From an optimization exercise on the open Yosys and OpenROAD flow, aimed at small area, a short achievable clock period and few clock cycles; shortcuts taken in it are not production practice.
Function was checked by simulation only, so behaviour that the tests miss may differ from the original.
No activity file was given, so power comes from the tool's default toggle rates.

==> flow/design.v, too long to show whole: its modules and the start of the top module <==
// module fj_xu: 462 lines
// module fj_mul_tree: 2369 lines
module fj_xu (
    input  wire        clk,
    input  wire        rst,           
    input  wire        in_valid,
    output wire        in_ready,
    input  wire [31:0] in_insn,
    input  wire [31:0] in_va,
    input  wire [31:0] in_vb,
    output reg         out_valid,
    output reg         out_ill,       
    output reg         out_wr,        
    output reg  [31:0] out_value,     
    output wire [7:0]  out_flags      
);
  // ...
==> flow/run.sh <==
#!/bin/bash
# synth_recipe.tcl (not shown) runs the flow's synth.tcl, then flattens the netlist and writes it again
# the make line also repeats each setting of config.mk as NAME=value (left out here)
make -C /OpenROAD-flow-scripts/flow DESIGN_CONFIG=/design/flow/config.mk WORK_HOME=/design/flow/orfs CLKGATE_MAP_FILE= SYNTH_SCRIPT=/design/flow/synth_recipe.tcl finish
==> flow/config.mk <==
export PLATFORM = sky130hd
export DESIGN_NAME = fj_xu
export DESIGN_NICKNAME = fj_xu
export VERILOG_FILES = /design/flow/design.v
export SDC_FILE = /design/flow/constraint.sdc
export NUM_CORES = 4
export LEC_CHECK = 0
export CAP_MARGIN = 20
export CORE_MARGIN = 2
export CORE_UTILIZATION = 60
export PLACE_DENSITY = 0.68
export SETUP_SLACK_MARGIN = 1.0
export SLEW_MARGIN = 20
==> flow/constraint.sdc <==
create_clock -name core_clock -period 20.0 [get_ports {clk}]
set_input_delay 4.0000 -clock core_clock [delete_from_list [all_inputs] [get_ports {clk}]]
set_output_delay 4.0000 -clock core_clock [all_outputs]
set_load 0.01 [all_outputs]
==> flow_metrics.py, run 1 <==
metrics = {
    "outcome": {
        "outcome": "finished clean",
    },
    "logic_synthesis": {
        "async_flop_share": 0,
        "synth_top_family_by_area": "compound AO/OA/AOI/OAI gates",
        "synthTopCellsByCount": "nand2_1 (757), inv_1 (735), dfxtp_1 (726)",
        "synth_fa_ha_area_frac": 0.190,
    },
    "finish": {
        "multi_input_area_share": 0.660,
        "layout_common_cells": "nand2_1 (753), inv_1 (734), a21oi_1 (720), dfxtp_1 (684), a22oi_1 (669)",
        "multi_input_area_sq_um": 56000,
        "nFlopsAndLatches": 832,
        "dominant_cells": "multi-input gates",
        "layout_commonest_cell": "nand2_1",
    },
    "pwr": {
        "p_seq_mw": 2.48,
        "netSwitchingFraction": 0.513,
        "clockPowerShare": 0.133,
        "powerDensity_nw_per_um2": 165,
    },
    "detailed_routing": {
        "drt-met1-wl_um": 120000,
        "wire_per_inst_um": 29.0,
        "highest_layer": "met5",
        "routed_wl_um": 321000,
    },
    "hold_path": {
        "holdCritPathClass": "flop to flop",
        "worstHoldEndpoint": "f_hi[0]",
    },
    "timing": {
        "fin_ws_ns": 12.87,
        "clock.fmax_ghz": 0.140,
        "finalHoldViolCount": 0,
        "min_period_ns": 7.13,
    },
    "setup_path": {
        "end_kind": "flop",
        "path_buf_inv": 1,
        "cp_data_required_time_ns": 20.66,
        "crit_top_cell": "or3_1",
    },
    "placed_design": {
        "placed_cells": 10900,
        "place_ws_ns": 12.22,
        "placed_area_sq_um": 81500,
    },
    "run": {
        "cap_viol_max_count": 0,
    },
    "global_routing": {
        "antenna_found_initial": 22,
        "grt_usage": 0.461,
    },
    "clock_network": {
        "post_cts_resized": 0,
        "cts_max_level": 3,
    },
}
Testbench counts, summed over its fixed seeds: cycles 28,087.
==> module fj_xu, before the edit <==
module fj_xu (
    input  wire        clk,
    input  wire        rst,           
    input  wire        in_valid,
    output wire        in_ready,
    input  wire [31:0] in_insn,
    input  wire [31:0] in_va,
    input  wire [31:0] in_vb,
    output reg         out_valid,
    output reg         out_ill,       
    output reg         out_wr,        
    output reg  [31:0] out_value,     
    output wire [7:0]  out_flags      
);
    localparam [31:0] I32_MAX = 32'h7FFF_FFFF;
    localparam [31:0] I32_MIN = 32'h8000_0000;
    localparam [47:0] A48_MAX = 48'h7FFF_FFFF_FFFF;
    localparam [47:0] A48_MIN = 48'h8000_0000_0000;
    reg [47:0] acc0, acc1, acc2, acc3;
    reg        sf0, sf1, sf2, sf4, sf6;       
    reg        rdy;
    assign in_ready = rdy;
    wire [5:0] in_op = in_insn[31:26];
    wire [5:0] in_fx = in_insn[10:5];
    wire [4:0] in_lit = in_insn[4:0];
    wire in_g1 = (in_op == 6'h01), in_g2 = (in_op == 6'h02), in_g3 = (in_op == 6'h03);
    wire in_divlike = (in_g1 & (in_fx == 6'h12)) | (in_g2 & (in_fx == 6'h07));
    wire in_shl   = in_g1 & (in_fx == 6'h08);
    wire in_shlit = (in_g1 & (in_fx == 6'h0B)) | (in_g2 & (in_fx == 6'h05));
    wire in_itop  = in_g2 & (in_fx == 6'h08);
    wire in_shrv  = in_g1 & ((in_fx == 6'h09) | (in_fx == 6'h0A));
    wire in_shrl  = (in_g1 & ((in_fx == 6'h0C) | (in_fx == 6'h0D))) | (in_g2 & (in_fx == 6'h06));
    wire in_ptoi  = in_g2 & (in_fx == 6'h09);
    wire in_acc28 = in_g3 & ((in_fx == 6'h02) | (in_fx == 6'h03));
    wire in_bzero = in_g3 & (in_fx == 6'h04);
    wire [31:0] dec_v = 32'd1 << in_vb[4:0];
    wire [31:0] dec_l = 32'd1 << in_lit;
    reg  [33:0] in_mb;
    integer q;
    always @* begin
        for (q = 0; q < 34; q = q + 1) begin
            in_mb[q] = 1'b0;
            if (q < 32) in_mb[q] = in_mb[q] | (in_shl & dec_v[q]) | (in_shlit & dec_l[q]);
            if (q <= 28) in_mb[q] = in_mb[q] | (in_itop & dec_l[28 - q]);
            if (q >= 1 && q <= 32) in_mb[q] = in_mb[q] | (in_shrv & dec_v[32 - q]) |
                                                   (in_shrl & dec_l[32 - q]);
            if (q >= 4 && q <= 32) in_mb[q] = in_mb[q] | (in_ptoi & dec_l[q - 4]);
            if (q == 28) in_mb[q] = in_mb[q] | in_acc28;
        end
        if (~(in_shl | in_shlit | in_itop | in_shrv | in_shrl | in_ptoi | in_acc28 | in_bzero))
            in_mb = {{2{in_vb[31]}}, in_vb};
    end
    reg        i_v;
    reg [31:0] i_insn, i_va;
    reg [33:0] i_mb;              
    reg        i_ma32;            
    reg [31:0] i_absa, i_absb;    
    reg  p_pdiv, p_negp, p_k31, p_k27, p_k19, p_sub, p_pneg, p_pabs, p_immh, p_imms;
    always @(posedge clk) begin
        i_v     <= in_valid & rdy & ~rst;
        i_insn  <= in_insn;
        i_va    <= in_va;
        i_mb    <= in_mb;
        i_ma32  <= in_va[31] & ~(in_g1 & ((in_fx == 6'h09) | (in_fx == 6'h0C)));
        i_absa  <= in_va[31] ? -in_va : in_va;
        i_absb  <= in_vb[31] ? -in_vb : in_vb;
        p_pdiv  <= in_g2 & (in_fx == 6'h07);
        p_negp  <= in_g3 & (in_fx == 6'h01);
        p_k31   <= in_g2 & ((in_fx == 6'h06) | (in_fx == 6'h09));
        p_k27   <= (in_g2 | in_g3) & (in_fx == 6'h04);
        p_k19   <= in_g3 & ((in_fx == 6'h00) | (in_fx == 6'h02) | (in_fx == 6'h03));
        p_sub   <= (in_g1 & ((in_fx == 6'h01) | (in_fx == 6'h03) | (in_fx == 6'h14) |
                             (in_fx == 6'h15) | (in_fx == 6'h17) | (in_fx == 6'h18))) |
                   (in_g2 & (in_fx == 6'h01)) | (in_op == 6'h0B);
        p_pneg  <= in_g2 & (in_fx == 6'h02);
        p_pabs  <= in_g2 & (in_fx == 6'h03);
        p_immh  <= (in_op == 6'h09);
        p_imms  <= (in_op == 6'h0A) | (in_op == 6'h0B);
    end
    wire [31:0] i_vb = i_mb[31:0];
    wire [5:0]  op  = i_insn[31:26];
    wire [4:0]  f_d = i_insn[25:21];
    wire [4:0]  f_a = i_insn[20:16];
    wire [4:0]  f_b = i_insn[15:11];
    wire [5:0]  fx  = i_insn[10:5];
    wire [4:0]  lit = i_insn[4:0];
    wire [15:0] imm = i_insn[15:0];
    wire d0 = (f_d == 5'd0);
    wire a0 = (f_a == 5'd0);
    wire b0 = (f_b == 5'd0);
    wire l0 = (lit == 5'd0);
    wire g_int = (op == 6'h01);
    wire g_pu  = (op == 6'h02);
    wire g_acc = (op == 6'h03);
    reg ill;
    always @* begin
        case (op)
        6'h01: case (fx)
               6'h00, 6'h01, 6'h02, 6'h03, 6'h04, 6'h05, 6'h06, 6'h07,
               6'h08, 6'h09, 6'h0A, 6'h10, 6'h11, 6'h12, 6'h14, 6'h15,
               6'h16, 6'h17, 6'h18:  ill = ~l0;
               6'h0B, 6'h0C, 6'h0D:  ill = ~b0;
               6'h1F:                ill = ~(a0 & b0 & l0);
               default:              ill = 1'b1;
               endcase
        6'h02: case (fx)
               6'h00, 6'h01, 6'h04, 6'h07: ill = ~l0;
               6'h02, 6'h03:               ill = ~(l0 & b0);
               6'h05, 6'h06:               ill = ~b0;
               6'h08, 6'h09:               ill = (lit > 5'd28) | ~b0;
               default:                    ill = 1'b1;
               endcase
        6'h03: begin
               case (fx)
               6'h00, 6'h01, 6'h08: ill = ~d0;
               6'h02, 6'h03:        ill = ~(d0 & b0);
               6'h04, 6'h06, 6'h07: ill = ~(a0 & b0);
               6'h05:               ill = ~(d0 & a0 & b0);
               default:             ill = 1'b1;
               endcase
               if (lit[4:2] != 3'd0) ill = 1'b1;
               end
        6'h08, 6'h0F: ill = ~a0;
        6'h09, 6'h0A, 6'h0B, 6'h0C, 6'h0D, 6'h0E: ill = 1'b0;
        6'h36: ill = ~(d0 & a0) | (imm[15:8] != 8'd0);
        default: ill = 1'b1;
        endcase
    end
    wire ok = i_v & ~ill;
    wire x_add   = g_int & (fx == 6'h00);
    wire x_sub   = g_int & (fx == 6'h01);
    wire x_adds  = g_int & (fx == 6'h02);
    wire x_subs  = g_int & (fx == 6'h03);
    wire x_and   = g_int & (fx == 6'h04);
    wire x_or    = g_int & (fx == 6'h05);
    wire x_xor   = g_int & (fx == 6'h06);
    wire x_andn  = g_int & (fx == 6'h07);
    wire x_shl   = g_int & (fx == 6'h08);
    wire x_shr   = g_int & (fx == 6'h09);
    wire x_sar   = g_int & (fx == 6'h0A);
    wire x_shli  = g_int & (fx == 6'h0B);
    wire x_shri  = g_int & (fx == 6'h0C);
    wire x_sari  = g_int & (fx == 6'h0D);
    wire x_mul   = g_int & (fx == 6'h10);
    wire x_mulh  = g_int & (fx == 6'h11);
    wire x_div   = g_int & (fx == 6'h12);
    wire x_clt   = g_int & (fx == 6'h14);
    wire x_cltu  = g_int & (fx == 6'h15);
    wire x_ceq   = g_int & (fx == 6'h16);
    wire x_min   = g_int & (fx == 6'h17);
    wire x_max   = g_int & (fx == 6'h18);
    wire x_sfrd  = g_int & (fx == 6'h1F);
    wire x_padd  = g_pu & (fx == 6'h00);
    wire x_psub  = g_pu & (fx == 6'h01);
    wire x_pneg  = g_pu & (fx == 6'h02);
    wire x_pabs  = g_pu & (fx == 6'h03);
    wire x_pmul  = g_pu & (fx == 6'h04);
    wire x_pshl  = g_pu & (fx == 6'h05);
    wire x_pshr  = g_pu & (fx == 6'h06);
    wire x_pdiv  = g_pu & (fx == 6'h07);
    wire x_itop  = g_pu & (fx == 6'h08);
    wire x_ptoi  = g_pu & (fx == 6'h09);
    wire x_pmac  = g_acc & (fx == 6'h00);
    wire x_pmsb  = g_acc & (fx == 6'h01);
    wire x_accld = g_acc & (fx == 6'h02);
    wire x_accad = g_acc & (fx == 6'h03);
    wire x_accrd = g_acc & (fx == 6'h04);
    wire x_accclr= g_acc & (fx == 6'h05);
    wire x_acclo = g_acc & (fx == 6'h06);
    wire x_acchi = g_acc & (fx == 6'h07);
    wire x_accset= g_acc & (fx == 6'h08);
    wire x_pli   = (op == 6'h08);
    wire x_paddi = (op == 6'h09);
    wire x_addi  = (op == 6'h0A);
    wire x_clti  = (op == 6'h0B);
    wire x_andi  = (op == 6'h0C);
    wire x_ori   = (op == 6'h0D);
    wire x_xori  = (op == 6'h0E);
    wire x_lhi   = (op == 6'h0F);
    wire x_sfclr = (op == 6'h36);
    wire wr_op = g_int | g_pu | x_accrd | x_acclo | x_acchi | (op[5:3] == 3'b001);
    wire [31:0] simm  = {{16{imm[15]}}, imm};
    wire [31:0] zimm  = {16'd0, imm};
    wire        va_neg  = i_va[31];
    wire        negva   = p_pneg | (p_pabs & va_neg);
    reg  [31:0] ad_b0;
    always @* begin
        if (p_immh)                 ad_b0 = {imm, 16'd0};
        else if (p_imms)            ad_b0 = simm;
        else if (p_pneg | p_pabs)   ad_b0 = i_va;
        else                        ad_b0 = i_vb;
    end
    wire [31:0] ad_a  = negva ? 32'd0 : i_va;
    wire        ad_inv = p_sub | negva;
    wire [31:0] ad_b  = (p_pabs & ~va_neg) ? 32'd0 : (ad_inv ? ~ad_b0 : ad_b0);
    wire [32:0] ad_s  = {1'b0, ad_a} + {1'b0, ad_b} + {32'd0, ad_inv};
    wire [31:0] ad_r  = ad_s[31:0];
    wire        ad_c  = ad_s[32];
    wire        ad_v  = (ad_a[31] == ad_b[31]) & (ad_r[31] != ad_a[31]);
    wire        s_lt  = ad_r[31] ^ ad_v;         
    wire        u_lt  = ~ad_c;                   
    wire [31:0] ad_sat = ad_v ? (ad_r[31] ? I32_MAX : I32_MIN) : ad_r;
    wire        is_sat_add = x_adds | x_subs | x_padd | x_psub | x_pneg | x_pabs | x_paddi;
    wire        lg_imm = x_andi | x_ori | x_xori;
    wire [31:0] lg_b   = lg_imm ? zimm : i_vb;
    reg  [31:0] alu;
    always @* begin
        alu = ({32{x_add | x_sub | x_addi}} & ad_r) |
              ({32{is_sat_add}} & ad_sat) |
              ({32{x_and | x_andi}} & (i_va & lg_b)) |
              ({32{x_or | x_ori}} & (i_va | lg_b)) |
              ({32{x_xor | x_xori}} & (i_va ^ lg_b)) |
              ({32{x_andn}} & (i_va & ~i_vb)) |
              ({32{x_min}} & (s_lt ? i_va : i_vb)) |
              ({32{x_max}} & (s_lt ? i_vb : i_va)) |
              ({32{x_pli | x_lhi}} & {imm, 16'd0}) |
              ({32{x_accset}} & i_vb) |
              ({32{x_sfclr}} & {24'd0, imm[7:0]});
        alu[0] = alu[0] | ((x_clt | x_clti) & s_lt) | (x_cltu & u_lt) |
                 (x_ceq & (i_va == i_vb));
    end
    wire [32:0] ma = {i_ma32, i_va};
    wire [31:0] kv = {p_k31, 3'd0, p_k27, 7'd0, p_k19, {19{p_negp}}};
    wire [63:0] m_s, m_c;
    fj_mul_tree u_mul (.a(ma), .b(i_mb), .negp(p_negp), .kv(kv), .s(m_s), .c(m_c));
    wire dv_go = ok & (x_div | x_pdiv);
    wire e1_plo = x_mul | x_shl | x_shli | x_pshl | x_itop;
    wire e1_phi = x_mulh | x_shr | x_sar | x_shri | x_sari | x_pshr | x_ptoi;
    reg         e_v, e_ill, e_wr;
    reg         e_plo, e_phi, e_pmul;       
    reg         e_fovf;       
    reg         e_fsat;       
    reg         e_fadd;       
    reg         e_fovf1;      
    reg         e_acc_add;    
    reg         e_acc_zb;     
    reg         e_acc_set;    
    reg         e_accrd, e_acclo, e_acchi, e_sfrd, e_sfclr;
    reg  [3:0]  e_sel;        
    reg  [31:0] e_res;
    reg  [15:0] e_hi;
    reg  [63:0] e_s, e_c;
    always @(posedge clk) begin
        e_v       <= i_v & ~dv_go & ~rst;
        e_ill     <= ill;
        e_wr      <= wr_op & ~d0 & ~ill;
        e_plo     <= e1_plo & ~ill;
        e_phi     <= e1_phi & ~ill;
        e_pmul    <= x_pmul & ~ill;
        e_fovf    <= x_mul & ~ill;
        e_fsat    <= (x_pshl | x_itop) & ~ill;
        e_fadd    <= (x_padd | x_psub | x_pneg | x_pabs | x_paddi) & ad_v & ~ill;
        e_fovf1   <= (x_adds | x_subs) & ad_v & ~ill;
        e_acc_add <= (x_pmac | x_pmsb | x_accad | x_accld) & ~ill;
        e_acc_zb  <= x_accld;
        e_acc_set <= (x_accset | x_accclr) & ~ill;
        e_accrd   <= x_accrd & ~ill;
        e_acclo   <= x_acclo & ~ill;
        e_acchi   <= x_acchi & ~ill;
        e_sfrd    <= x_sfrd & ~ill;
        e_sfclr   <= x_sfclr & ~ill;
        e_sel     <= 4'd1 << lit[1:0];
        e_res     <= alu;
        e_hi      <= x_accset ? i_va[15:0] : 16'd0;
        e_s       <= m_s;
        e_c       <= m_c;
    end
    function [5:0] clz32;
        input [31:0] x;
        integer k;
        begin
            clz32 = 6'd32;
            for (k = 0; k < 32; k = k + 1)
                if (x[k]) clz32 = 6'd31 - k[5:0];
        end
    endfunction
    wire [5:0]  clz_a  = clz32(i_absa);
    wire [5:0]  clz_b  = clz32(i_absb);
    wire        az     = (i_va == 32'd0);
    wire        bz     = (i_vb == 32'd0);
    wire signed [7:0] nq = $signed({2'b0, clz_b}) - $signed({2'b0, clz_a}) + 8'sd1 +
                           (p_pdiv ? 8'sd28 : 8'sd0);
    wire        n_le0  = nq[7] | (nq == 8'sd0);
    wire        n_big  = ~nq[7] & (nq > 8'sd33);
    wire [31:0] xa     = i_absa << clz_a[4:0];
    wire [31:0] xb     = i_absb << clz_b[4:0];
    wire [5:0]  nc     = nq[5:0] + 6'd1;          
    wire        dv_imm = bz | az | n_le0 | n_big;
    wire [4:0]  dv_n   = dv_imm ? 5'd0 : nc[5:1];
    reg         dv_pend;      
    reg  [4:0]  dv_cnt;       
    reg  [33:0] dv_r;         
    reg  [31:0] dv_b;         
    reg  [32:0] dv_q;
    reg         dv_neg, dv_zero, dv_big, dv_pdiv, dv_wr, dv_apos, dv_aneg;
    wire [34:0] y    = {1'b0, dv_r};
    wire [34:0] b1   = {3'b0, dv_b};
    wire [34:0] b2   = {2'b0, dv_b, 1'b0};
    wire [35:0] t1   = {1'b0, y} - {1'b0, b1};
    wire [35:0] t2   = {1'b0, y} - {1'b0, b2};
    wire [35:0] t3   = {1'b0, y} - {1'b0, b1} - {1'b0, b2};
    wire        ge1  = ~t1[35];
    wire        ge2  = ~t2[35];
    wire        ge3  = ~t3[35];
    wire [31:0] rem  = ge3 ? t3[31:0] : ge2 ? t2[31:0] : ge1 ? t1[31:0] : y[31:0];
    wire [1:0]  dig  = ge3 ? 2'd3 : ge2 ? 2'd2 : ge1 ? 2'd1 : 2'd0;
    always @(posedge clk) begin
        if (rst) begin
            dv_pend <= 1'b0;
            dv_cnt  <= 5'd0;
        end else if (dv_go) begin
            dv_pend <= 1'b1;
            dv_cnt  <= dv_n;
            dv_r    <= (clz_a[0] ^ clz_b[0]) ? {1'b0, xa, 1'b0} : {2'b0, xa};
            dv_b    <= xb;
            dv_q    <= 33'd0;
            dv_neg  <= i_va[31] ^ i_vb[31];
            dv_zero <= bz;
            dv_big  <= n_big & ~bz & ~az;
            dv_pdiv <= p_pdiv;
            dv_wr   <= ~d0;
            dv_apos <= ~i_va[31] & ~az;
            dv_aneg <= i_va[31];
        end else if (dv_cnt != 5'd0) begin
            dv_cnt <= dv_cnt - 5'd1;
            dv_r   <= {rem, 2'b00};
            dv_q   <= {dv_q[30:0], dig};
        end else if (dv_pend) begin
            dv_pend <= 1'b0;
        end
    end
    wire dv_fin = dv_pend & (dv_cnt == 5'd0);
    wire        q_big = dv_big | dv_q[32] |
                        (dv_neg ? (dv_q[31] & (dv_q[30:0] != 31'd0)) : dv_q[31]);
    reg  [31:0] dv_res;
    reg         dv_f0, dv_fm, dv_fo;
    always @* begin
        dv_f0 = 1'b0; dv_fm = 1'b0; dv_fo = 1'b0;
        if (dv_zero) begin
            dv_res = dv_apos ? I32_MAX : dv_aneg ? I32_MIN : 32'd0;
            dv_f0  = 1'b1;
        end else if (q_big) begin
            dv_res = dv_neg ? I32_MIN : I32_MAX;
            dv_fm  = dv_pdiv;
            dv_fo  = ~dv_pdiv;
        end else begin
            dv_res = dv_neg ? -dv_q[31:0] : dv_q[31:0];
        end
    end
    wire i_divlike = (g_int & (fx == 6'h12)) | (g_pu & (fx == 6'h07));
    always @(posedge clk) begin
        if (rst)
            rdy <= 1'b1;
        else if (in_valid & rdy & in_divlike)
            rdy <= 1'b0;
        else if (i_v & i_divlike)
            rdy <= ~(dv_go & (dv_n > 5'd1));
        else if (dv_pend & (dv_cnt == 5'd2))
            rdy <= 1'b1;
    end
    wire [63:0] P = e_s + e_c;
    wire        lo_ovf = ~((P[63:31] == 33'd0) | (P[63:31] == {33{1'b1}}));
    wire        pm_ovf = ~((P[63:59] == 5'd0) | (P[63:59] == 5'h1F));
    wire [31:0] pm_val = pm_ovf ? (P[63] ? I32_MIN : I32_MAX) : P[59:28];
    wire [31:0] lo_val = (e_fsat & lo_ovf) ? (P[63] ? I32_MIN : I32_MAX) : P[31:0];
    wire [31:0] r2 = ({32{e_plo}} & lo_val) | ({32{e_phi}} & P[63:32]) |
                     ({32{e_pmul}} & pm_val) |
                     ({32{~(e_plo | e_phi | e_pmul)}} & e_res);
    reg         f_v, f_ill, f_wr;
    reg         f_f0, f_f1, f_f4, f_f6;
    reg         f_acc_add, f_acc_set, f_accrd, f_acclo, f_acchi, f_sfrd, f_sfclr;
    reg  [3:0]  f_sel;
    reg  [31:0] f_res;
    reg  [15:0] f_hi;
    reg  [43:0] f_t;          
    always @(posedge clk) begin
        if (dv_fin) begin
            f_v       <= ~rst;
            f_ill     <= 1'b0;
            f_wr      <= dv_wr;
            f_f0      <= 1'b0;
            f_f1      <= dv_fm;
            f_f4      <= dv_f0;
            f_f6      <= dv_fo;
            f_acc_add <= 1'b0;
            f_acc_set <= 1'b0;
            f_accrd   <= 1'b0;
            f_acclo   <= 1'b0;
            f_acchi   <= 1'b0;
            f_sfrd    <= 1'b0;
            f_sfclr   <= 1'b0;
            f_res     <= dv_res;
        end else begin
            f_v       <= e_v & ~rst;
            f_ill     <= e_ill;
            f_wr      <= e_wr;
            f_f0      <= e_fadd;
            f_f1      <= (e_fsat & lo_ovf) | (e_pmul & pm_ovf);
            f_f4      <= 1'b0;
            f_f6      <= e_fovf1 | (e_fovf & lo_ovf);
            f_acc_add <= e_acc_add;
            f_acc_set <= e_acc_set;
            f_accrd   <= e_accrd;
            f_acclo   <= e_acclo;
            f_acchi   <= e_acchi;
            f_sfrd    <= e_sfrd;
            f_sfclr   <= e_sfclr;
            f_res     <= r2;
        end
        f_sel <= e_sel;
        f_hi  <= e_hi;
        f_t   <= P[63:20];
    end
    reg f_zb;
    always @(posedge clk) f_zb <= e_acc_zb;
    wire [47:0] acc_r = ({48{f_sel[0]}} & acc0) | ({48{f_sel[1]}} & acc1) |
                        ({48{f_sel[2]}} & acc2) | ({48{f_sel[3]}} & acc3);
    wire [47:0] base  = f_zb ? 48'd0 : acc_r;
    wire [48:0] asum  = {base[47], base} + {{5{f_t[43]}}, f_t};
    wire        a_ovf = asum[48] ^ asum[47];
    wire [47:0] a_new = a_ovf ? (asum[48] ? A48_MIN : A48_MAX) : asum[47:0];
    wire        r_ovf = ~((asum[48:39] == 10'h000) | (asum[48:39] == 10'h3FF));
    wire [31:0] r_val = r_ovf ? (asum[48] ? I32_MIN : I32_MAX) : asum[39:8];
    wire [7:0]  sf_cur = {1'b0, sf6, 1'b0, sf4, 1'b0, sf2, sf1, sf0};
    wire [31:0] res3 = ({32{f_accrd}} & r_val) |
                       ({32{f_acclo}} & acc_r[31:0]) |
                       ({32{f_acchi}} & {{16{acc_r[47]}}, acc_r[47:32]}) |
                       ({32{f_sfrd}} & {24'd0, sf_cur}) |
                       ({32{~(f_accrd | f_acclo | f_acchi | f_sfrd)}} & f_res);
    wire f2 = (f_acc_add & a_ovf) | (f_accrd & r_ovf);
    wire [47:0] acc_w = f_acc_set ? {f_hi, f_res} : a_new;
    wire        acc_we = f_v & (f_acc_add | f_acc_set);
    wire        clr = f_v & f_sfclr;
    reg o_f0, o_f1, o_f2, o_f4, o_f6;
    assign out_flags = {1'b0, o_f6, 1'b0, o_f4, 1'b0, o_f2, o_f1, o_f0};
    always @(posedge clk) begin
        if (rst) begin
            acc0 <= 48'd0; acc1 <= 48'd0; acc2 <= 48'd0; acc3 <= 48'd0;
            sf0 <= 1'b0; sf1 <= 1'b0; sf2 <= 1'b0; sf4 <= 1'b0; sf6 <= 1'b0;
            out_valid <= 1'b0;
        end else begin
            out_valid <= f_v;
            if (acc_we & f_sel[0]) acc0 <= acc_w;
            if (acc_we & f_sel[1]) acc1 <= acc_w;
            if (acc_we & f_sel[2]) acc2 <= acc_w;
            if (acc_we & f_sel[3]) acc3 <= acc_w;
            if (f_v) begin
                sf0 <= (sf0 & ~(clr & f_res[0])) | f_f0;
                sf1 <= (sf1 & ~(clr & f_res[1])) | f_f1;
                sf2 <= (sf2 & ~(clr & f_res[2])) | f2;
                sf4 <= (sf4 & ~(clr & f_res[4])) | f_f4;
                sf6 <= (sf6 & ~(clr & f_res[6])) | f_f6;
            end
        end
    end
    always @(posedge clk) begin
        out_ill   <= f_ill;
        out_wr    <= f_wr;
        out_value <= res3;
        o_f0 <= f_f0; o_f1 <= f_f1; o_f2 <= f2; o_f4 <= f_f4; o_f6 <= f_f6;
    end
endmodule
==> run 2: changes to the inputs <==
--- a/flow/design.v
+++ b/flow/design.v
@@ -34,26 +34,13 @@
     wire in_acc28 = in_g3 & ((in_fx == 6'h02) | (in_fx == 6'h03));
-    wire in_bzero = in_g3 & (in_fx == 6'h04);
-    wire [31:0] dec_v = 32'd1 << in_vb[4:0];
-    wire [31:0] dec_l = 32'd1 << in_lit;
-    reg  [33:0] in_mb;
-    integer q;
-    always @* begin
-        for (q = 0; q < 34; q = q + 1) begin
-            in_mb[q] = 1'b0;
-            if (q < 32) in_mb[q] = in_mb[q] | (in_shl & dec_v[q]) | (in_shlit & dec_l[q]);
-            if (q <= 28) in_mb[q] = in_mb[q] | (in_itop & dec_l[28 - q]);
-            if (q >= 1 && q <= 32) in_mb[q] = in_mb[q] | (in_shrv & dec_v[32 - q]) |
-                                                   (in_shrl & dec_l[32 - q]);
-            if (q >= 4 && q <= 32) in_mb[q] = in_mb[q] | (in_ptoi & dec_l[q - 4]);
-            if (q == 28) in_mb[q] = in_mb[q] | in_acc28;
-        end
-        if (~(in_shl | in_shlit | in_itop | in_shrv | in_shrl | in_ptoi | in_acc28 | in_bzero))
-            in_mb = {{2{in_vb[31]}}, in_vb};
-    end
+    wire in_bm1   = in_g2 & ((in_fx == 6'h02) | ((in_fx == 6'h03) & in_va[31]));
+    wire in_b1    = in_g2 & (in_fx == 6'h03) & ~in_va[31];
     reg        i_v;
     reg [31:0] i_insn, i_va;
-    reg [33:0] i_mb;              
+    reg [31:0] i_vb;
+    reg  p_shl, p_shlit, p_itop, p_shrv, p_shrl, p_ptoi, p_acc28, p_bm1, p_b1, p_bvb;
     reg        i_ma32;            
     reg [31:0] i_absa, i_absb;    
-    reg  p_pdiv, p_negp, p_k31, p_k27, p_k19, p_sub, p_pneg, p_pabs, p_immh, p_imms;
+    reg  r_add, r_and, r_or, r_xor, r_andn, r_min, r_max, r_slt, r_ult, r_eq, r_hi, r_vb,
+         r_sfc, p_lgi;
+    reg  p_pdiv, p_negp, p_k31, p_k27, p_k19, p_sub, p_immh, p_imms;
     always @(posedge clk) begin
@@ -62,3 +49,14 @@
         i_va    <= in_va;
-        i_mb    <= in_mb;
+        i_vb    <= in_vb;
+        p_shl   <= in_shl;
+        p_shlit <= in_shlit;
+        p_itop  <= in_itop;
+        p_shrv  <= in_shrv;
+        p_shrl  <= in_shrl;
+        p_ptoi  <= in_ptoi;
+        p_acc28 <= in_acc28;
+        p_bm1   <= in_bm1;
+        p_b1    <= in_b1;
+        p_bvb   <= ~(in_shl | in_shlit | in_itop | in_shrv | in_shrl | in_ptoi | in_acc28 |
+                     in_g2 & ((in_fx == 6'h02) | (in_fx == 6'h03)));
         i_ma32  <= in_va[31] & ~(in_g1 & ((in_fx == 6'h09) | (in_fx == 6'h0C)));
@@ -67,5 +65,20 @@
         p_pdiv  <= in_g2 & (in_fx == 6'h07);
+        r_add   <= (in_g1 & (in_fx[5:2] == 4'd0)) | (in_g2 & (in_fx[5:1] == 5'd0)) |
+                   (in_op == 6'h09) | (in_op == 6'h0A);
+        r_and   <= (in_g1 & (in_fx == 6'h04)) | (in_op == 6'h0C);
+        r_or    <= (in_g1 & (in_fx == 6'h05)) | (in_op == 6'h0D);
+        r_xor   <= (in_g1 & (in_fx == 6'h06)) | (in_op == 6'h0E);
+        r_andn  <= in_g1 & (in_fx == 6'h07);
+        r_min   <= in_g1 & (in_fx == 6'h17);
+        r_max   <= in_g1 & (in_fx == 6'h18);
+        r_slt   <= (in_g1 & (in_fx == 6'h14)) | (in_op == 6'h0B);
+        r_ult   <= in_g1 & (in_fx == 6'h15);
+        r_eq    <= in_g1 & (in_fx == 6'h16);
+        r_hi    <= (in_op == 6'h08) | (in_op == 6'h0F);
+        r_vb    <= in_g3 & (in_fx == 6'h08);
+        r_sfc   <= (in_op == 6'h36);
+        p_lgi   <= (in_op == 6'h0C) | (in_op == 6'h0D) | (in_op == 6'h0E);
         p_negp  <= in_g3 & (in_fx == 6'h01);
         p_k31   <= in_g2 & ((in_fx == 6'h06) | (in_fx == 6'h09));
-        p_k27   <= (in_g2 | in_g3) & (in_fx == 6'h04);
+        p_k27   <= in_g2 & (in_fx == 6'h04);
         p_k19   <= in_g3 & ((in_fx == 6'h00) | (in_fx == 6'h02) | (in_fx == 6'h03));
@@ -74,4 +87,2 @@
                    (in_g2 & (in_fx == 6'h01)) | (in_op == 6'h0B);
-        p_pneg  <= in_g2 & (in_fx == 6'h02);
-        p_pabs  <= in_g2 & (in_fx == 6'h03);
         p_immh  <= (in_op == 6'h09);
@@ -79,3 +90,2 @@
     end
-    wire [31:0] i_vb = i_mb[31:0];
     wire [5:0]  op  = i_insn[31:26];
@@ -183,4 +193,2 @@
     wire [31:0] zimm  = {16'd0, imm};
-    wire        va_neg  = i_va[31];
-    wire        negva   = p_pneg | (p_pabs & va_neg);
     reg  [31:0] ad_b0;
@@ -189,8 +197,7 @@
         else if (p_imms)            ad_b0 = simm;
-        else if (p_pneg | p_pabs)   ad_b0 = i_va;
         else                        ad_b0 = i_vb;
     end
-    wire [31:0] ad_a  = negva ? 32'd0 : i_va;
-    wire        ad_inv = p_sub | negva;
-    wire [31:0] ad_b  = (p_pabs & ~va_neg) ? 32'd0 : (ad_inv ? ~ad_b0 : ad_b0);
+    wire [31:0] ad_a  = i_va;
+    wire        ad_inv = p_sub;
+    wire [31:0] ad_b  = ad_inv ? ~ad_b0 : ad_b0;
     wire [32:0] ad_s  = {1'b0, ad_a} + {1'b0, ad_b} + {32'd0, ad_inv};
@@ -201,21 +208,35 @@
     wire        u_lt  = ~ad_c;                   
-    wire [31:0] ad_sat = ad_v ? (ad_r[31] ? I32_MAX : I32_MIN) : ad_r;
-    wire        is_sat_add = x_adds | x_subs | x_padd | x_psub | x_pneg | x_pabs | x_paddi;
-    wire        lg_imm = x_andi | x_ori | x_xori;
-    wire [31:0] lg_b   = lg_imm ? zimm : i_vb;
+    wire        is_sat_add = x_adds | x_subs | x_padd | x_psub | x_paddi;
+    wire [31:0] lg_b   = p_lgi ? zimm : i_vb;
     reg  [31:0] alu;
     always @* begin
-        alu = ({32{x_add | x_sub | x_addi}} & ad_r) |
-              ({32{is_sat_add}} & ad_sat) |
-              ({32{x_and | x_andi}} & (i_va & lg_b)) |
-              ({32{x_or | x_ori}} & (i_va | lg_b)) |
-              ({32{x_xor | x_xori}} & (i_va ^ lg_b)) |
-              ({32{x_andn}} & (i_va & ~i_vb)) |
-              ({32{x_min}} & (s_lt ? i_va : i_vb)) |
-              ({32{x_max}} & (s_lt ? i_vb : i_va)) |
-              ({32{x_pli | x_lhi}} & {imm, 16'd0}) |
-              ({32{x_accset}} & i_vb) |
-              ({32{x_sfclr}} & {24'd0, imm[7:0]});
-        alu[0] = alu[0] | ((x_clt | x_clti) & s_lt) | (x_cltu & u_lt) |
-                 (x_ceq & (i_va == i_vb));
+        alu = ({32{r_add}} & ad_r) |
+              ({32{r_and}} & (i_va & lg_b)) |
+              ({32{r_or}} & (i_va | lg_b)) |
+              ({32{r_xor}} & (i_va ^ lg_b)) |
+              ({32{r_andn}} & (i_va & ~i_vb)) |
+              ({32{r_min}} & (s_lt ? i_va : i_vb)) |
+              ({32{r_max}} & (s_lt ? i_vb : i_va)) |
+              ({32{r_hi}} & {imm, 16'd0}) |
+              ({32{r_vb}} & i_vb) |
+              ({32{r_sfc}} & {24'd0, imm[7:0]});
+        alu[0] = alu[0] | (r_slt & s_lt) | (r_ult & u_lt) | (r_eq & (i_va == i_vb));
+    end
+    wire [31:0] dec_v = 32'd1 << i_vb[4:0];
+    wire [31:0] dec_l = 32'd1 << lit;
+    reg  [33:0] mb;
+    integer q;
+    always @* begin
+        for (q = 0; q < 34; q = q + 1) begin
+            mb[q] = p_bm1;
+            if (q < 32) mb[q] = mb[q] | (p_shl & dec_v[q]) | (p_shlit & dec_l[q]);
+            if (q <= 28) mb[q] = mb[q] | (p_itop & dec_l[28 - q]);
+            if (q >= 1 && q <= 32) mb[q] = mb[q] | (p_shrv & dec_v[32 - q]) |
+                                               (p_shrl & dec_l[32 - q]);
+            if (q >= 4 && q <= 32) mb[q] = mb[q] | (p_ptoi & dec_l[q - 4]);
+            if (q == 28) mb[q] = mb[q] | p_acc28;
+            if (q == 0) mb[q] = mb[q] | p_b1;
+            if (q < 32) mb[q] = mb[q] | (p_bvb & i_vb[q]);
+            else        mb[q] = mb[q] | (p_bvb & i_vb[31]);
+        end
     end
@@ -224,5 +245,5 @@
     wire [63:0] m_s, m_c;
-    fj_mul_tree u_mul (.a(ma), .b(i_mb), .negp(p_negp), .kv(kv), .s(m_s), .c(m_c));
+    fj_mul_tree u_mul (.a(ma), .b(mb), .negp(p_negp), .kv(kv), .s(m_s), .c(m_c));
     wire dv_go = ok & (x_div | x_pdiv);
-    wire e1_plo = x_mul | x_shl | x_shli | x_pshl | x_itop;
+    wire e1_plo = x_mul | x_shl | x_shli | x_pshl | x_itop | x_pneg | x_pabs;
     wire e1_phi = x_mulh | x_shr | x_sar | x_shri | x_sari | x_pshr | x_ptoi;
@@ -232,2 +253,4 @@
     reg         e_fsat;       
+    reg         e_fsat0;      
+    reg         e_satv;       
     reg         e_fadd;       
@@ -251,3 +274,5 @@
         e_fsat    <= (x_pshl | x_itop) & ~ill;
-        e_fadd    <= (x_padd | x_psub | x_pneg | x_pabs | x_paddi) & ad_v & ~ill;
+        e_fsat0   <= (x_pneg | x_pabs) & ~ill;
+        e_satv    <= is_sat_add & ad_v & ~ill;
+        e_fadd    <= (x_padd | x_psub | x_paddi) & ad_v & ~ill;
         e_fovf1   <= (x_adds | x_subs) & ad_v & ~ill;
@@ -364,6 +389,7 @@
     wire [31:0] pm_val = pm_ovf ? (P[63] ? I32_MIN : I32_MAX) : P[59:28];
-    wire [31:0] lo_val = (e_fsat & lo_ovf) ? (P[63] ? I32_MIN : I32_MAX) : P[31:0];
+    wire [31:0] lo_val = ((e_fsat | e_fsat0) & lo_ovf) ? (P[63] ? I32_MIN : I32_MAX) : P[31:0];
+    wire [31:0] al_val = e_satv ? (e_res[31] ? I32_MAX : I32_MIN) : e_res;
     wire [31:0] r2 = ({32{e_plo}} & lo_val) | ({32{e_phi}} & P[63:32]) |
                      ({32{e_pmul}} & pm_val) |
-                     ({32{~(e_plo | e_phi | e_pmul)}} & e_res);
+                     ({32{~(e_plo | e_phi | e_pmul)}} & al_val);
     reg         f_v, f_ill, f_wr;
@@ -396,3 +422,3 @@
             f_wr      <= e_wr;
-            f_f0      <= e_fadd;
+            f_f0      <= e_fadd | (e_fsat0 & lo_ovf);
             f_f1      <= (e_fsat & lo_ovf) | (e_pmul & pm_ovf);
@@ -421,4 +447,6 @@
     wire [47:0] a_new = a_ovf ? (asum[48] ? A48_MIN : A48_MAX) : asum[47:0];
-    wire        r_ovf = ~((asum[48:39] == 10'h000) | (asum[48:39] == 10'h3FF));
-    wire [31:0] r_val = r_ovf ? (asum[48] ? I32_MIN : I32_MAX) : asum[39:8];
+    wire        r_ovf = ~((acc_r[47:39] == 9'h000) | (acc_r[47:39] == 9'h1FF)) |
+                        (~acc_r[47] & (&acc_r[38:7]));
+    wire [31:0] r_inc = acc_r[39:8] + {31'd0, acc_r[7]};
+    wire [31:0] r_val = r_ovf ? (acc_r[47] ? I32_MIN : I32_MAX) : r_inc;
     wire [7:0]  sf_cur = {1'b0, sf6, 1'b0, sf4, 1'b0, sf2, sf1, sf0};
==> flow_metrics.py, run 2 <==
metrics = {
    "logic_synthesis": {
        "synth.yosys.seq_area_share": 0.233,
        "async_flop_share": 0,
        "synth_compound_area_frac": 0.237,
        "ys_warn_count": 1,
        "synthTopCellsByCount": "inv_1 (764), dfxtp_1 (747), nand2_1 (727)",
        "synth-edff-count": 106,
        "synth_area_leaders": "dfxtp_1 (19%), fa_1 (12%), ha_1 (6.6%)",
        "synthesis.area_sq_um": 77900,
        "synth_mux_area_frac": 0.0322,
        "yosysMostFrequentCell": "inv_1",
        "synth_top_family_by_area": "compound AO/OA/AOI/OAI gates",
        "syn_inst": 9319,
        "ys.flop_type": "dfxtp_1",
        "synth_fa_ha_area_frac": 0.191,
        "synth.distinct_cells": 102,
        "synth_xor_area_frac": 0.110,
        "synth-simple-area-share": 0.126,
        "synth_top_cell_by_area": "dfxtp_1",
        "synth_area_per_cell_sq_um": 8.36,
        "ys_ff_latch": 853,
        "synth.top_cell.area_share": 0.192,
    },
    "pwr": {
        "powerDensity_nw_per_um2": 157,
        "p_leak_nw": 34.4,
        "ir_drop_mv": 0.133,
        "finalPower_mw": 13.2,
    },
    "die": {
        "die_x_um": 364,
        "dieArea_sq_um": 133000,
        "ioPinCount": 143,
        "coreArea_sq_um": 129000,
        "rows": 132,
        "start_util": 0.603,
        "die_h_um": 364,
    },
    "timing": {
        "min_period_ns": 7.58,
        "fin_ws_ns": 12.42,
        "fin_setup_tns_ns": 0,
        "hold_ws_ns": 0.318,
        "fin_crit_sh": 0.379,
        "finalHoldViolCount": 0,
        "clock.fmax_ghz": 0.132,
        "rsz0062_at_grt": "no",
        "slew_viol_final": 0,
        "tightest_slew_ns": 1.37,
        "slew_headroom": 0.0816,
        "skew_ns": 0.0547,
        "setup_viol": 0,
    },
    "hold_path": {
        "holdCritPathClass": "flop to flop",
        "hp-start": "e_acc_zb",
        "worstHoldEndpoint": "f_zb",
        "hold_path_depth": 0,
    },
    "clock_network": {
        "ctsHoldBuffers": 0,
        "clk_pin_slew_ns": 0.07,
        "cts.sinks": 853,
        "clk_latency_ns": 0.74,
        "cts_root_buf": "clkbuf_16",
        "cts_tree": "built",
        "cts_setup_buffers": 0,
        "clock_path_buffers": 3,
        "post_cts_resized": 0,
        "cts_buffers": 94,
        "cts_max_level": 3,
    },
    "setup_path": {
        "rr_worst_depth": 24,
        "crit_type": "flop to flop",
        "rrSetupSlack_ns": 12.42,
        "cp_data_required_time_ns": 20.57,
        "end_kind": "flop",
        "worstPathArrival_ns": 8.16,
        "cp_max_fo": 31,
        "r2r_start": "i_va[0]",
        "r2r-end": "rdy",
        "critPathLaunchType": "flop",
    },
    "run": {
        "cap_viol_max_count": 0,
    },
    "detailed_routing": {
        "drc": 0,
        "via_count": 74900,
        "detail_route.iter0.violations": 11600,
        "wire_per_inst_um": 28.3,
        "dr.pass1.iters": 10,
        "ant_nets": 0,
        "routed_wl_um": 308000,
        "routed_via_density": 6.88,
    },
    "finish": {
        "fin_nets": 10100,
        "final_core_util": 0.653,
        "layout_common_cells": "inv_1 (763), nand2_1 (726), dfxtp_1 (709), a21oi_1 (677), a22oi_1 (663)",
        "layout-drive-gt1-share": 0.0647,
        "top_regs": "e_c: 64 flops, e_s: 64 flops",
        "layout_commonest_cell": "inv_1",
        "area_growth_pct": 8.23,
        "fillCellCount": 11000,
        "multi_input_area_sq_um": 54800,
        "layout.area.seq_sq_um": 18200,
    },
    "global_routing": {
        "antenna_found_initial": 24,
        "grt_pass1_vias": 71800,
        "grt_usage": 0.453,
        "grt_max_degree": 71,
        "grt_first_pass_wirelength_um": 456000,
        "grt_overflow": 0,
    },
    "placed_design": {
        "gp_congestion": 1.03,
        "place_ws_ns": 12.49,
        "hpwl_um": 217000,
        "portBuffers": 139,
    },
    "outcome": {
        "outcome": "finished clean",
    },
}
-- run 2: logic make-up (layout without fill, tap and decap cells) --
logic type | after synthesis | in the layout
muxes | 245 | 245
DFF | 853 | 853
xor gates and xnor gates | 973 | 973
AOI/OAI and AO/OA | 2774 | 2774
other | 1 | 6
adders and majority gates | 900 | 900
buffers and inverters | 1449 | 1274
and+or+nand+nor | 2124 | 2124
-- run 2: layout make-up --
cell class | instances | area share
sequential | 853 | 0.216
tap | 1742 | 0.0259
multi-input combinational | 7019 | 0.650
clock inverter | 56 | 0.00974
inverter | 771 | 0.0343
clock buffer | 121 | 0.0316
timing repair buffer | 326 | 0.0331
antenna | 3 | 0.0000891
-- run 2: worst max-delay path by stage --
stage	start	endpoint	slack (ns)
finish	i_va[0]	rdy	12.42
global route	i_va[0]	rdy	11.84
CTS	i_va[0]	rdy	12.61
detailed placement	in_vb[2]	i_absb[29]	12.49
global placement	in_vb[2]	i_absb[29]	12.63
floorplan	in_vb[4]	i_absb[29]	13.27
-- run 2: where the power goes --
part | internal [mW] | switching [mW]
sequential | 2.23 | 0.275
combinational | 3.28 | 5.47
clock | 1.14 | 0.809
-- run 2: stage by stage --
| stage | cell area, sq um | std cells |
|---|---|---|
| floorplan | 77900 | 9321 |
| global placement | 80800 | 10700 |
| detailed placement | 80800 | 10700 |
| CTS | 84300 | 10900 |
| global route | 84300 | 10900 |
| finish | 84300 | 10900 |
-- run 2: layer usage --
metal  track usage  vias up  share of wire
met3         0.134     1321           0.13
met2         0.661     5579           0.42
li1              -    32300              -
met4         0.256       24          0.067
met5             0        -        0.00053
met1         0.599    35700           0.38
-- run 2: worst max-delay path, cell delays in order, from the launching register on --
cell       delay (ns)
dfxtp_2          0.75
inv_1            0.27
o21ai_0          0.23
a21oi_1          0.09
o21bai_1         0.18
a2111oi_0        0.13
o32a_1           0.41
inv_2            0.43
ha_1             0.86
inv_1            0.77
ha_1             0.48
and2_1           0.18
a221o_1          0.33
xor2_1           0.18
nor2_1           0.15
o21ai_0          0.12
and2_1           0.17
o22a_1           0.19
o22a_1           0.21
a311oi_1         0.58
nand2_1          0.18
a31oi_1          0.26
nor3b_1          0.07
a21oi_1          0.11
o21ai_0          0.09
Testbench counts of run 2, summed over its fixed seeds: cycles 28,087.
==> run 3: changes to the inputs <==
==> flow/flow/run.sh (new file) <==
#!/bin/bash
set -euo pipefail
bash standard.sh SETUP_SLACK_MARGIN=14.0 finish > flow_standard.log 2>&1
==> flow/standard.sh (new file) <==
#!/bin/bash
# synth_recipe.tcl (not shown) runs the flow's synth.tcl, then flattens the netlist and writes it again
# the make line also repeats each setting of config.mk as NAME=value (left out here)
make -C /OpenROAD-flow-scripts/flow DESIGN_CONFIG=/design/flow/config.mk WORK_HOME=/design/flow/orfs CLKGATE_MAP_FILE= SYNTH_SCRIPT=/design/flow/synth_recipe.tcl "${@:-finish}"
removed: flow/run.sh
==> flow_metrics.py, run 3 <==
metrics = {
    "timing": {
        "rsz0062_at_grt": "yes",
        "hold_ws_ns": 0.306,
        "fin_crit_sh": 0.303,
        "tightest_slew_ns": 1.14,
        "clock.fmax_ghz": 0.165,
        "setup_viol": 0,
        "slew_viol_final": 0,
        "slew_headroom": 0.229,
        "fin_setup_tns_ns": 0,
        "min_period_ns": 6.06,
        "finalHoldViolCount": 0,
        "skew_ns": 0.0605,
    },
    "logic_synthesis": {
        "synth.distinct_cells": 102,
        "synthesis.area_sq_um": 77900,
        "syn_inst": 9319,
        "synth_area_leaders": "dfxtp_1 (19%), fa_1 (12%), ha_1 (6.6%)",
        "async_flop_share": 0,
        "synth_xor_area_frac": 0.110,
        "synth-simple-area-share": 0.126,
        "ys_ff_latch": 853,
        "synth.yosys.seq_area_share": 0.233,
        "synth.top_cell.area_share": 0.192,
        "synth_top_family_by_area": "compound AO/OA/AOI/OAI gates",
        "synth_area_per_cell_sq_um": 8.36,
        "yosysMostFrequentCell": "inv_1",
        "ys.flop_type": "dfxtp_1",
        "synth_top_cell_by_area": "dfxtp_1",
        "synthTopCellsByCount": "inv_1 (764), dfxtp_1 (747), nand2_1 (727)",
        "synth_fa_ha_area_frac": 0.191,
        "synth_compound_area_frac": 0.237,
        "synth-edff-count": 106,
        "synth_mux_area_frac": 0.0322,
        "ys_warn_count": 1,
    },
    "pwr": {
        "ir_drop_mv": 0.137,
        "netSwitchingFraction": 0.496,
        "p_leak_nw": 35.5,
        "switching_power_mw": 6.54,
        "clockPowerShare": 0.137,
        "finalPower_mw": 13.2,
        "p_int_mw": 6.64,
        "powerDensity_nw_per_um2": 152,
        "pwr-share-comb": 0.671,
        "seqPwrFrac": 0.191,
    },
    "clock_network": {
        "cts.sinks": 853,
        "clk_latency_ns": 0.75,
        "clock_path_buffers": 3,
        "cts_max_level": 3,
        "cts_root_buf": "clkbuf_16",
        "clk_pin_slew_ns": 0.07,
        "cts_buffers": 94,
        "ctsHoldBuffers": 0,
        "cts_tree": "built",
    },
    "detailed_routing": {
        "wire_per_inst_um": 28.8,
        "dr.pass1.iters": 14,
        "routed_via_density": 6.93,
        "via_count": 76300,
        "ant_nets": 0,
        "drc": 0,
        "routed_wl_um": 318000,
        "detail_route.iter0.violations": 11800,
    },
    "global_routing": {
        "grt_first_pass_wirelength_um": 464000,
        "antenna_found_initial": 10,
        "grt_max_degree": 102,
        "grt_overflow": 0,
        "grt_usage": 0.462,
        "grt_pass1_vias": 72600,
    },
    "finish": {
        "fin_nets": 10200,
        "layout_common_cells": "inv_1 (755), nand2_1 (712), dfxtp_1 (701), a22oi_1 (663), a21oi_1 (654)",
        "top_regs": "e_c: 64 flops, e_s: 64 flops",
        "layout_commonest_cell": "inv_1",
        "layout-drive-gt1-share": 0.0964,
        "area_growth_pct": 11.4,
        "final_core_util": 0.672,
    },
    "die": {
        "coreArea_sq_um": 129000,
        "die_x_um": 364,
        "ioPinCount": 143,
        "die_h_um": 364,
        "dieArea_sq_um": 133000,
        "start_util": 0.603,
        "rows": 132,
    },
    "setup_path": {
        "critPathLaunchType": "flop",
        "worstPathArrival_ns": 6.65,
        "crit_type": "flop to flop",
        "cp_data_required_time_ns": 20.59,
        "cp_max_fo": 34,
        "end_kind": "flop",
    },
    "run": {
        "cap_viol_max_count": 0,
    },
    "hold_path": {
        "holdCritPathClass": "flop to flop",
    },
    "placed_design": {
        "gp_congestion": 1.02,
        "portBuffers": 139,
        "hpwl_um": 219000,
    },
    "outcome": {
        "outcome": "finished clean",
    },
}
## run 3: cell counts after synthesis
No cell type changed its count.
## run 3: through the flow
step	instance area, sq um	setup slack [ns]	instances
3_3_place_gp	80900	12.78	10700
6_report	86700	13.94	11000
4_1_cts	85200	13.84	10900
2_1_floorplan	78100	13.49	9321
3_5_place_dp	80900	12.72	10700
5_1_grt	86700	13.87	11000
## run 3: cell type report
cell class                      instances  area, sq um
Fill cell                           10700        42400
Timing Repair Buffer                  441         4290
Timing Repair inverter                  3         18.8
Antenna cell                            6         15.0
Clock buffer                          127         2670
Sequential cell                       853        18200
Inverter                              771         2930
Tap cell                             1742         2180
Clock inverter                         47          528
Multi-Input combinational cell       7024        55900
## run 3: cells by family after synthesis
family,count (synthesis)
DFF,853
and+or+nand+nor,2124
other,1
adders and majority gates,900
muxes,245
AOI/OAI and AO/OA,2774
xor gates and xnor gates,973
buffers and inverters,1449
## run 3: power groups by stage
stage / Combinational, mW / Clock (mW) / Sequential (mW)
final: 8.85 / 1.81 / 2.52
after global routing: 9.66 / 1.88 / 2.53
after CTS: 8.44 / 1.82 / 2.49
after detailed placement: 8.32 / 0 / 2.52
after global placement: 8.05 / 0 / 2.53
after floorplan: 5.78 / 0 / 2.38
## run 3: worst paths after layout
path / startpoint / end / slack [ns] / depth (start not counted)
hold reg to reg: e_sel[0] / f_sel[0] / 0.31 / 0
setup / recovery: i_insn[1] / e_c[35] / 13.94 / 20
setup reg to reg: i_insn[1] / e_c[35] / 13.94 / 20
hold / removal: e_sel[0] / f_sel[0] / 0.31 / 0
## run 3: per-layer routing
metal	track usage	share of wire
met5	0.000363	0.00030
met4	0.260	0.069
met3	0.160	0.15
met2	0.658	0.41
met1	0.608	0.37
## run 3: repair_timing
item / in CTS / in global routing
resized for setup: 205 / 207
gates cloned: 10 / 12
buffers inserted: 28 / 74
endpoints found under the hold margin: 0 / 0
endpoints found under the setup margin: 372 / 299
pin swaps: 25 / 56
## run 3: critical path: stages (launching register included)
cell and delay (ns):
dfxtp_4 0.41, nor2b_2 0.19, buf_4 0.17, nand2b_1 0.23, a21oi_1 0.11, a21o_1 0.19, nor3_2 0.51, xnor2_2 0.17
buf_4 0.58, a22oi_1 0.21, xnor2_1 0.21, fa_1 0.42, inv_1 0.12, fa_1 0.45, fa_1 0.51, inv_1 0.05
fa_1 0.37, inv_1 0.09, fa_1 0.42, inv_1 0.09, fa_1 0.41

-- re-timing with driven ports --
The flow's constraints put no driver on any port. The routed layouts listed below were extracted and timed again, unchanged, in two steps.
Step 1: set_driving_cell puts a clkbuf_16 on clk and a buf_2 on each other input, an assumption about the parent block.
Step 2 also shifts input and output timing later by t, the mid clock arrival at the registers, as if the neighbouring blocks saw the same clock.
Three values: ideal ports, drivers, drivers and shift; two values: the first two.
run | t (ns) | setup slack, ns | slew at the worst register clock pin (ns)
run 1 | 0.840 | 12.869 / 12.940 / 12.100 | 0.07 / 0.07
run 2 | 0.809 | 12.416 / 12.416 / 12.416 | 0.07 / 0.07
run 3 | 0.803 | 13.939 / 13.939 / 13.296 | 0.07 / 0.07
After both steps every run listed still meets setup and hold. The setup slack of run 1, which loses most, moves by +0.071 ns with the drivers and by -0.769 ns with both steps.
